This is an optimization exercise on Yosys and OpenROAD, whose aim is small area and a short achievable clock period, not a production implementation. Only simulation tests tie the RTL to the original design; equivalence was not proved.

==> v14 <==
==> flow/design.v (excerpt) <==
module cerxa_core (
    input  wire        clk,
    input  wire        rst,
    output wire [15:0] imem_addr,
    output wire        imem_en,
    input  wire [23:0] imem_rdata,
    output wire        dmem_re,
    output wire        dmem_we,
    output wire [17:0] dmem_addr,
    output wire [7:0]  dmem_wdata,
    input  wire [7:0]  dmem_rdata,
    output wire        io_re,
    output wire        io_we,
    output wire [15:0] io_addr,
    output wire [7:0]  io_wdata,
    input  wire [7:0]  io_rdata
);
export LEC_CHECK = 0
export ABC_AREA = 1
export CAP_MARGIN = 20
export CORE_MARGIN = 2
export CORE_UTILIZATION = 55
export CTS_BUF_LIST = sky130_fd_sc_hd__clkbuf_8
export PLACE_DENSITY = 0.65
export SLEW_MARGIN = 20
create_clock -name core_clock -period 14.0 [get_ports {clk}]
standard.sh (not shown) runs the stock make flow with config.mk's settings and CLKGATE_MAP_FILE= SYNTH_SCRIPT=/design/flow/synth_recipe.tcl, a recipe that flattens the netlist after the stock synthesis.
==> flow/flow/run.sh <==
#!/bin/bash
set -euo pipefail
bash standard.sh BUFFER_PORTS_ARGS="-buffer_cell sky130_fd_sc_hd__buf_2" SETUP_SLACK_MARGIN=7 finish > standard_flow.log 2>&1
==> v6 (differences from v14) <==
--- a/flow/design.v
+++ b/flow/design.v
@@ -224,34 +224,35 @@
         else
             xw_val = {8'd0, alu_r};
     end
     wire [7:0]  xw_even = xw_val[7:0];
     wire [7:0]  xw_odd  = xw_pair ? xw_val[15:8] : xw_val[7:0];
-    wire [15:0] xhv;
-    generate
-        for (gi = 0; gi < 16; gi = gi + 1) begin : xhit
-            assign xhv[gi] = ((gi & 1) ? xw_od : xw_ev) && (xw_row == (gi >> 1));
-        end
-    endgenerate
+    function xhit;
+        input [3:0] r;
+        input       xwo, xwe;    
+        input [2:0] xrow;        
+        xhit = (r[0] ? xwo : xwe) && (xrow == r[3:1]);
+    endfunction
     wire xw_cnt = v_x && is_mts && (fb == 4'h0);
     wire xw_lnk = v_x && ((is_mts && (fb == 4'h1)) || is_call);
     wire xw_dsb = v_x && is_mts && (fb == 4'h2) && (ra[7:3] == 5'd0);
     wire xw_iob = v_x && is_mts && (fb == 4'h3);
     wire [7:0] ld_data = w_zld ? 8'h00 : dmem_rdata;
     function [7:0] rd_next;
         input [3:0]  r;           
         input [7:0]  cur;         
-        input [15:0] xh;          
+        input        xwo, xwe;    
+        input [2:0]  xrow;        
         input [7:0]  xo, xe;      
         input        wl;          
         input [3:0]  wd;
         input [7:0]  wdat;
         input        w2;          
         input [3:0]  w2d;
         input [7:0]  w2dat;
         begin
-            if (xh[r])
+            if (xhit(r, xwo, xwe, xrow))
                 rd_next = r[0] ? xo : xe;
             else if (wl && (wd == r))
                 rd_next = wdat;
             else if (w2 && (w2d == r))
                 rd_next = w2dat;
@@ -278,17 +279,17 @@
     wire [2:0]  d_row  = d_pair ? d_fa[2:0] : d_ra[3:1];
     wire        d_lodd = !d_pair && d_ra[0];
     wire [3:0]  d_rb   = d_alun ? d_fb : d_br ? d_fa : d_fd;
     wire [7:0]  d_gae  = gev[d_row];
     wire [7:0]  d_gao  = godv[d_row];
-    wire [7:0]  d_ga   = rd_next({d_row, d_lodd}, d_lodd ? d_gao : d_gae, xhv, xw_odd, xw_even,
+    wire [7:0]  d_ga   = rd_next({d_row, d_lodd}, d_lodd ? d_gao : d_gae, xw_od, xw_ev, xw_row, xw_odd, xw_even,
                                  w_ld, w_dst, ld_data, w2_v, w2_dst, w2_data);
-    wire [7:0]  d_gah  = rd_next({d_row, 1'b1}, d_gao, xhv, xw_odd, xw_even,
+    wire [7:0]  d_gah  = rd_next({d_row, 1'b1}, d_gao, xw_od, xw_ev, xw_row, xw_odd, xw_even,
                                  w_ld, w_dst, ld_data, w2_v, w2_dst, w2_data);
-    wire [7:0]  d_gb   = rd_next(d_rb, gv[d_rb], xhv, xw_odd, xw_even,
+    wire [7:0]  d_gb   = rd_next(d_rb, gv[d_rb], xw_od, xw_ev, xw_row, xw_odd, xw_even,
                                  w_ld, w_dst, ld_data, w2_v, w2_dst, w2_data);
-    wire [7:0]  d_gx   = rd_next(d_fx, gv[d_fx], xhv, xw_odd, xw_even,
+    wire [7:0]  d_gx   = rd_next(d_fx, gv[d_fx], xw_od, xw_ev, xw_row, xw_odd, xw_even,
                                  w_ld, w_dst, ld_data, w2_v, w2_dst, w2_data);
     wire [15:0] d_lnk  = xw_lnk ? (is_call ? pc_f : gp) : lnk_r;
     wire [15:0] d_word = ((op_d == OP_JR) || (op_d == OP_CALLR)) ? {d_gah, d_ga} :
                          (op_d == OP_RET) ? d_lnk :
                          d_br ? pc_f + 16'd1 + {{8{ir_d[7]}}, ir_d[7:0]} : ir_d[15:0];
@@ -312,11 +313,11 @@
     wire [7:0] xr_even = rst ? 8'h00 : xw_even;
     wire [7:0] xr_odd  = rst ? 8'h00 : xw_odd;
     reg        selx;
     always @(*) begin
         for (i = 0; i < 16; i = i + 1) begin
-            selx = rst || xhv[i];
+            selx = rst || xhit(i, xw_od, xw_ev, xw_row);
             g_we[i] = selx || (w2_v && (w2_dst == i));
             g_next[8*i +: 8] = selx ? (i[0] ? xr_odd : xr_even) : w2_data;
         end
     end
     integer j;
@@ -348,18 +349,14 @@
             m_out   <= 1'b0;
             w_ld    <= 1'b0;
             w_in    <= 1'b0;
             w2_v    <= 1'b0;
         end else begin
-            if (!hold_d) begin
+            pc_f <= imem_addr + {15'd0, !hold_d};
+            if (!hold_d)
                 v_d  <= !(d_is_pre && d_pre_z);
-                pc_f <= imem_addr + 16'd1;
-            end
-            if (d_is_pre)
-                rep_cnt <= d_pre_n;
-            else if (hold_d)
-                rep_cnt <= rep_cnt - 16'd1;
+            rep_cnt <= d_is_pre ? d_pre_n : rep_cnt - {15'd0, hold_d};
             v_x    <= v_d;
             c_unc  <= v_d && ((op_d == OP_JMP) || (op_d == OP_CALL) || (op_d == OP_JR) ||
                               (op_d == OP_CALLR) || (op_d == OP_RET));
             c_eq   <= v_d && ((op_d == OP_BEQ) || (op_d == OP_BEQI));
             c_ne   <= v_d && ((op_d == OP_BNE) || (op_d == OP_BNEI));
@@ -370,13 +367,13 @@
             m_ld  <= v_x && is_ld && !d_resv;
             m_st  <= v_x && is_st && !d_resv;
             m_in  <= v_x && is_in;
             m_out <= v_x && is_out;
             m_zld <= v_x && is_ld && d_resv;
-            w_ld  <= (m_ld || m_zld) && !xhv[m_dst];
-            w_in  <= m_in && !xhv[m_dst];
-            w2_v  <= (w_ld || w_in) && !xhv[w_dst];
+            w_ld  <= (m_ld || m_zld) && !xhit(m_dst, xw_od, xw_ev, xw_row);
+            w_in  <= m_in && !xhit(m_dst, xw_od, xw_ev, xw_row);
+            w2_v  <= (w_ld || w_in) && !xhit(w_dst, xw_od, xw_ev, xw_row);
             if (xw_cnt) cnt_r <= gp;
             if (xw_lnk) lnk_r <= is_call ? pc_f : gp;
             if (xw_iob) iob_r <= gp;
             if (xw_dsb) dsb_r <= ra[2:0];
         end
--- a/flow/config.mk
+++ b/flow/config.mk
@@ -6,9 +6,9 @@
 export NUM_CORES = 4
 export LEC_CHECK = 0
 export ABC_AREA = 1
 export CAP_MARGIN = 20
 export CORE_MARGIN = 2
-export CORE_UTILIZATION = 55
+export CORE_UTILIZATION = 50
 export CTS_BUF_LIST = sky130_fd_sc_hd__clkbuf_8
-export PLACE_DENSITY = 0.65
+export PLACE_DENSITY = 0.62
 export SLEW_MARGIN = 20
==> v28 (differences from v14) <==
--- a/flow/design.v
+++ b/flow/design.v
@@ -224,34 +224,35 @@
         else
             xw_val = {8'd0, alu_r};
     end
     wire [7:0]  xw_even = xw_val[7:0];
     wire [7:0]  xw_odd  = xw_pair ? xw_val[15:8] : xw_val[7:0];
-    wire [15:0] xhv;
-    generate
-        for (gi = 0; gi < 16; gi = gi + 1) begin : xhit
-            assign xhv[gi] = ((gi & 1) ? xw_od : xw_ev) && (xw_row == (gi >> 1));
-        end
-    endgenerate
+    function xhit;
+        input [3:0] r;
+        input       xwo, xwe;    
+        input [2:0] xrow;        
+        xhit = (r[0] ? xwo : xwe) && (xrow == r[3:1]);
+    endfunction
     wire xw_cnt = v_x && is_mts && (fb == 4'h0);
     wire xw_lnk = v_x && ((is_mts && (fb == 4'h1)) || is_call);
     wire xw_dsb = v_x && is_mts && (fb == 4'h2) && (ra[7:3] == 5'd0);
     wire xw_iob = v_x && is_mts && (fb == 4'h3);
     wire [7:0] ld_data = w_zld ? 8'h00 : dmem_rdata;
     function [7:0] rd_next;
         input [3:0]  r;           
         input [7:0]  cur;         
-        input [15:0] xh;          
+        input        xwo, xwe;    
+        input [2:0]  xrow;        
         input [7:0]  xo, xe;      
         input        wl;          
         input [3:0]  wd;
         input [7:0]  wdat;
         input        w2;          
         input [3:0]  w2d;
         input [7:0]  w2dat;
         begin
-            if (xh[r])
+            if (xhit(r, xwo, xwe, xrow))
                 rd_next = r[0] ? xo : xe;
             else if (wl && (wd == r))
                 rd_next = wdat;
             else if (w2 && (w2d == r))
                 rd_next = w2dat;
@@ -278,17 +279,17 @@
     wire [2:0]  d_row  = d_pair ? d_fa[2:0] : d_ra[3:1];
     wire        d_lodd = !d_pair && d_ra[0];
     wire [3:0]  d_rb   = d_alun ? d_fb : d_br ? d_fa : d_fd;
     wire [7:0]  d_gae  = gev[d_row];
     wire [7:0]  d_gao  = godv[d_row];
-    wire [7:0]  d_ga   = rd_next({d_row, d_lodd}, d_lodd ? d_gao : d_gae, xhv, xw_odd, xw_even,
+    wire [7:0]  d_ga   = rd_next({d_row, d_lodd}, d_lodd ? d_gao : d_gae, xw_od, xw_ev, xw_row, xw_odd, xw_even,
                                  w_ld, w_dst, ld_data, w2_v, w2_dst, w2_data);
-    wire [7:0]  d_gah  = rd_next({d_row, 1'b1}, d_gao, xhv, xw_odd, xw_even,
+    wire [7:0]  d_gah  = rd_next({d_row, 1'b1}, d_gao, xw_od, xw_ev, xw_row, xw_odd, xw_even,
                                  w_ld, w_dst, ld_data, w2_v, w2_dst, w2_data);
-    wire [7:0]  d_gb   = rd_next(d_rb, gv[d_rb], xhv, xw_odd, xw_even,
+    wire [7:0]  d_gb   = rd_next(d_rb, gv[d_rb], xw_od, xw_ev, xw_row, xw_odd, xw_even,
                                  w_ld, w_dst, ld_data, w2_v, w2_dst, w2_data);
-    wire [7:0]  d_gx   = rd_next(d_fx, gv[d_fx], xhv, xw_odd, xw_even,
+    wire [7:0]  d_gx   = rd_next(d_fx, gv[d_fx], xw_od, xw_ev, xw_row, xw_odd, xw_even,
                                  w_ld, w_dst, ld_data, w2_v, w2_dst, w2_data);
     wire [15:0] d_lnk  = xw_lnk ? (is_call ? pc_f : gp) : lnk_r;
     wire [15:0] d_word = ((op_d == OP_JR) || (op_d == OP_CALLR)) ? {d_gah, d_ga} :
                          (op_d == OP_RET) ? d_lnk :
                          d_br ? pc_f + 16'd1 + {{8{ir_d[7]}}, ir_d[7:0]} : ir_d[15:0];
@@ -312,11 +313,11 @@
     wire [7:0] xr_even = rst ? 8'h00 : xw_even;
     wire [7:0] xr_odd  = rst ? 8'h00 : xw_odd;
     reg        selx;
     always @(*) begin
         for (i = 0; i < 16; i = i + 1) begin
-            selx = rst || xhv[i];
+            selx = rst || xhit(i, xw_od, xw_ev, xw_row);
             g_we[i] = selx || (w2_v && (w2_dst == i));
             g_next[8*i +: 8] = selx ? (i[0] ? xr_odd : xr_even) : w2_data;
         end
     end
     integer j;
@@ -348,18 +349,14 @@
             m_out   <= 1'b0;
             w_ld    <= 1'b0;
             w_in    <= 1'b0;
             w2_v    <= 1'b0;
         end else begin
-            if (!hold_d) begin
+            pc_f <= imem_addr + {15'd0, !hold_d};
+            if (!hold_d)
                 v_d  <= !(d_is_pre && d_pre_z);
-                pc_f <= imem_addr + 16'd1;
-            end
-            if (d_is_pre)
-                rep_cnt <= d_pre_n;
-            else if (hold_d)
-                rep_cnt <= rep_cnt - 16'd1;
+            rep_cnt <= d_is_pre ? d_pre_n : rep_cnt - {15'd0, hold_d};
             v_x    <= v_d;
             c_unc  <= v_d && ((op_d == OP_JMP) || (op_d == OP_CALL) || (op_d == OP_JR) ||
                               (op_d == OP_CALLR) || (op_d == OP_RET));
             c_eq   <= v_d && ((op_d == OP_BEQ) || (op_d == OP_BEQI));
             c_ne   <= v_d && ((op_d == OP_BNE) || (op_d == OP_BNEI));
@@ -370,13 +367,13 @@
             m_ld  <= v_x && is_ld && !d_resv;
             m_st  <= v_x && is_st && !d_resv;
             m_in  <= v_x && is_in;
             m_out <= v_x && is_out;
             m_zld <= v_x && is_ld && d_resv;
-            w_ld  <= (m_ld || m_zld) && !xhv[m_dst];
-            w_in  <= m_in && !xhv[m_dst];
-            w2_v  <= (w_ld || w_in) && !xhv[w_dst];
+            w_ld  <= (m_ld || m_zld) && !xhit(m_dst, xw_od, xw_ev, xw_row);
+            w_in  <= m_in && !xhit(m_dst, xw_od, xw_ev, xw_row);
+            w2_v  <= (w_ld || w_in) && !xhit(w_dst, xw_od, xw_ev, xw_row);
             if (xw_cnt) cnt_r <= gp;
             if (xw_lnk) lnk_r <= is_call ? pc_f : gp;
             if (xw_iob) iob_r <= gp;
             if (xw_dsb) dsb_r <= ra[2:0];
         end
==> flow/flow/run.sh (replaced) <==
#!/bin/bash
set -euo pipefail
bash standard.sh BUFFER_PORTS_ARGS="-buffer_cell sky130_fd_sc_hd__buf_2" SETUP_SLACK_MARGIN=8 finish > standard_flow.log 2>&1
--- a/flow/config.mk
+++ b/flow/config.mk
@@ -6,9 +6,11 @@
 export NUM_CORES = 4
 export LEC_CHECK = 0
 export ABC_AREA = 1
 export CAP_MARGIN = 20
 export CORE_MARGIN = 2
-export CORE_UTILIZATION = 55
+export CORE_UTILIZATION = 50
 export CTS_BUF_LIST = sky130_fd_sc_hd__clkbuf_8
-export PLACE_DENSITY = 0.65
+export CTS_CLUSTER_DIAMETER = 80
+export CTS_CLUSTER_SIZE = 12
+export PLACE_DENSITY = 0.62
 export SLEW_MARGIN = 20
==> v24 (differences from v14) <==
--- a/flow/design.v
+++ b/flow/design.v
@@ -224,34 +224,35 @@
         else
             xw_val = {8'd0, alu_r};
     end
     wire [7:0]  xw_even = xw_val[7:0];
     wire [7:0]  xw_odd  = xw_pair ? xw_val[15:8] : xw_val[7:0];
-    wire [15:0] xhv;
-    generate
-        for (gi = 0; gi < 16; gi = gi + 1) begin : xhit
-            assign xhv[gi] = ((gi & 1) ? xw_od : xw_ev) && (xw_row == (gi >> 1));
-        end
-    endgenerate
+    function xhit;
+        input [3:0] r;
+        input       xwo, xwe;    
+        input [2:0] xrow;        
+        xhit = (r[0] ? xwo : xwe) && (xrow == r[3:1]);
+    endfunction
     wire xw_cnt = v_x && is_mts && (fb == 4'h0);
     wire xw_lnk = v_x && ((is_mts && (fb == 4'h1)) || is_call);
     wire xw_dsb = v_x && is_mts && (fb == 4'h2) && (ra[7:3] == 5'd0);
     wire xw_iob = v_x && is_mts && (fb == 4'h3);
     wire [7:0] ld_data = w_zld ? 8'h00 : dmem_rdata;
     function [7:0] rd_next;
         input [3:0]  r;           
         input [7:0]  cur;         
-        input [15:0] xh;          
+        input        xwo, xwe;    
+        input [2:0]  xrow;        
         input [7:0]  xo, xe;      
         input        wl;          
         input [3:0]  wd;
         input [7:0]  wdat;
         input        w2;          
         input [3:0]  w2d;
         input [7:0]  w2dat;
         begin
-            if (xh[r])
+            if (xhit(r, xwo, xwe, xrow))
                 rd_next = r[0] ? xo : xe;
             else if (wl && (wd == r))
                 rd_next = wdat;
             else if (w2 && (w2d == r))
                 rd_next = w2dat;
@@ -278,17 +279,17 @@
     wire [2:0]  d_row  = d_pair ? d_fa[2:0] : d_ra[3:1];
     wire        d_lodd = !d_pair && d_ra[0];
     wire [3:0]  d_rb   = d_alun ? d_fb : d_br ? d_fa : d_fd;
     wire [7:0]  d_gae  = gev[d_row];
     wire [7:0]  d_gao  = godv[d_row];
-    wire [7:0]  d_ga   = rd_next({d_row, d_lodd}, d_lodd ? d_gao : d_gae, xhv, xw_odd, xw_even,
+    wire [7:0]  d_ga   = rd_next({d_row, d_lodd}, d_lodd ? d_gao : d_gae, xw_od, xw_ev, xw_row, xw_odd, xw_even,
                                  w_ld, w_dst, ld_data, w2_v, w2_dst, w2_data);
-    wire [7:0]  d_gah  = rd_next({d_row, 1'b1}, d_gao, xhv, xw_odd, xw_even,
+    wire [7:0]  d_gah  = rd_next({d_row, 1'b1}, d_gao, xw_od, xw_ev, xw_row, xw_odd, xw_even,
                                  w_ld, w_dst, ld_data, w2_v, w2_dst, w2_data);
-    wire [7:0]  d_gb   = rd_next(d_rb, gv[d_rb], xhv, xw_odd, xw_even,
+    wire [7:0]  d_gb   = rd_next(d_rb, gv[d_rb], xw_od, xw_ev, xw_row, xw_odd, xw_even,
                                  w_ld, w_dst, ld_data, w2_v, w2_dst, w2_data);
-    wire [7:0]  d_gx   = rd_next(d_fx, gv[d_fx], xhv, xw_odd, xw_even,
+    wire [7:0]  d_gx   = rd_next(d_fx, gv[d_fx], xw_od, xw_ev, xw_row, xw_odd, xw_even,
                                  w_ld, w_dst, ld_data, w2_v, w2_dst, w2_data);
     wire [15:0] d_lnk  = xw_lnk ? (is_call ? pc_f : gp) : lnk_r;
     wire [15:0] d_word = ((op_d == OP_JR) || (op_d == OP_CALLR)) ? {d_gah, d_ga} :
                          (op_d == OP_RET) ? d_lnk :
                          d_br ? pc_f + 16'd1 + {{8{ir_d[7]}}, ir_d[7:0]} : ir_d[15:0];
@@ -312,11 +313,11 @@
     wire [7:0] xr_even = rst ? 8'h00 : xw_even;
     wire [7:0] xr_odd  = rst ? 8'h00 : xw_odd;
     reg        selx;
     always @(*) begin
         for (i = 0; i < 16; i = i + 1) begin
-            selx = rst || xhv[i];
+            selx = rst || xhit(i, xw_od, xw_ev, xw_row);
             g_we[i] = selx || (w2_v && (w2_dst == i));
             g_next[8*i +: 8] = selx ? (i[0] ? xr_odd : xr_even) : w2_data;
         end
     end
     integer j;
@@ -348,18 +349,14 @@
             m_out   <= 1'b0;
             w_ld    <= 1'b0;
             w_in    <= 1'b0;
             w2_v    <= 1'b0;
         end else begin
-            if (!hold_d) begin
+            pc_f <= imem_addr + {15'd0, !hold_d};
+            if (!hold_d)
                 v_d  <= !(d_is_pre && d_pre_z);
-                pc_f <= imem_addr + 16'd1;
-            end
-            if (d_is_pre)
-                rep_cnt <= d_pre_n;
-            else if (hold_d)
-                rep_cnt <= rep_cnt - 16'd1;
+            rep_cnt <= d_is_pre ? d_pre_n : rep_cnt - {15'd0, hold_d};
             v_x    <= v_d;
             c_unc  <= v_d && ((op_d == OP_JMP) || (op_d == OP_CALL) || (op_d == OP_JR) ||
                               (op_d == OP_CALLR) || (op_d == OP_RET));
             c_eq   <= v_d && ((op_d == OP_BEQ) || (op_d == OP_BEQI));
             c_ne   <= v_d && ((op_d == OP_BNE) || (op_d == OP_BNEI));
@@ -370,13 +367,13 @@
             m_ld  <= v_x && is_ld && !d_resv;
             m_st  <= v_x && is_st && !d_resv;
             m_in  <= v_x && is_in;
             m_out <= v_x && is_out;
             m_zld <= v_x && is_ld && d_resv;
-            w_ld  <= (m_ld || m_zld) && !xhv[m_dst];
-            w_in  <= m_in && !xhv[m_dst];
-            w2_v  <= (w_ld || w_in) && !xhv[w_dst];
+            w_ld  <= (m_ld || m_zld) && !xhit(m_dst, xw_od, xw_ev, xw_row);
+            w_in  <= m_in && !xhit(m_dst, xw_od, xw_ev, xw_row);
+            w2_v  <= (w_ld || w_in) && !xhit(w_dst, xw_od, xw_ev, xw_row);
             if (xw_cnt) cnt_r <= gp;
             if (xw_lnk) lnk_r <= is_call ? pc_f : gp;
             if (xw_iob) iob_r <= gp;
             if (xw_dsb) dsb_r <= ra[2:0];
         end
==> flow/flow/run.sh (replaced) <==
#!/bin/bash
set -euo pipefail
bash standard.sh BUFFER_PORTS_ARGS="-buffer_cell sky130_fd_sc_hd__buf_2" SETUP_SLACK_MARGIN=7.5 finish > standard_flow.log 2>&1
--- a/flow/config.mk
+++ b/flow/config.mk
@@ -6,9 +6,9 @@
 export NUM_CORES = 4
 export LEC_CHECK = 0
 export ABC_AREA = 1
 export CAP_MARGIN = 20
 export CORE_MARGIN = 2
-export CORE_UTILIZATION = 55
+export CORE_UTILIZATION = 50
 export CTS_BUF_LIST = sky130_fd_sc_hd__clkbuf_8
-export PLACE_DENSITY = 0.65
+export PLACE_DENSITY = 0.62
 export SLEW_MARGIN = 20
==> comparison table <==
Status: v14 finished clean; v6 finished clean; v24 finished clean; v28 finished clean
Met2 wire length: v14 46300 um; v6 45900 um; v24 48400 um; v28 49900 um
Launch point of the critical path: v14 opb_x[1]; v6 opb_x[1]; v24 opa_x[4]; v28 opb_x[0]
Combined buffer and inverter count along the critical path: v14 4; v6 4; v24 7; v28 6
WL/cell: v14 23.1 um; v6 23.9 um; v24 23.7 um; v28 24.5 um
Endpoint with the worst hold slack: v14 w_dst[3]; v6 m_dst[3]; v24 w_dst[1]; v28 w_dst[3]
Maximum single-stage delay on the critical path: v14 0.43 ns; v6 0.58 ns; v24 0.49 ns; v28 0.41 ns
Proportion of cell area occupied by multi-input gates: v14 54.0%; v6 52.7%; v24 52.6%; v28 53.7%
Number of fill cells in the layout: v14 4698; v6 5076; v24 5032; v28 5053
Number of buffers created by CTS: v14 60; v6 61; v24 66; v28 38
Met2 track utilization from global routing: v14 63.3%; v6 58.2%; v24 62.9%; v28 63.7%
Worst endpoint required time: v14 11.20 ns; v6 11.20 ns; v24 14.37 ns; v28 11.20 ns
Share of the yosys chip area belonging to registers: v14 31.4%; v6 32.6%; v24 32.6%; v28 32.6%
Resized Gates After CTS: v14 7; v6 8; v24 34; v28 83
Cell depth of the worst setup path: v14 13; v6 13; v24 27; v28 14

[what the ideal ports hide]
The results above use ideal ports. As a check the final layouts listed here were re-extracted and re-timed, cells and wires unchanged.
Step 1 (the two cells are an assumption about what drives the block):
set clk [get_ports {clk}]
set_driving_cell -lib_cell sky130_fd_sc_hd__clkbuf_16 $clk
set_driving_cell -lib_cell sky130_fd_sc_hd__buf_2 [delete_from_list [all_inputs] $clk]
Step 2 also shifts input and output timing later by t, the mid clock arrival at the registers, as if the neighbouring blocks saw the same clock.
Three values: no drivers, after step 1, after step 2; two values: the first two.
| run | t, ns | setup slack, ns | worst register clock-pin slew, ns | pins driven straight from the clock port |
|---|---|---|---|---|
| v14 | 0.749 | 7.218 / 7.157 / 7.517 | 0.08 / 0.08 | 1 |
| v6 | 0.762 | 7.300 / 7.238 / 7.342 | 0.07 / 0.07 | 1 |
| v28 | 0.706 | 7.985 / 7.920 / 7.952 | 0.10 / 0.10 | 1 |
| v24 | 0.711 | 7.613 / 7.613 / 7.613 | 0.07 / 0.07 | 1 |
After both steps setup and hold are still met in every run listed. The setup slack of v28, which loses most, moves by -0.065 ns with the drivers and by -0.033 ns with both steps.
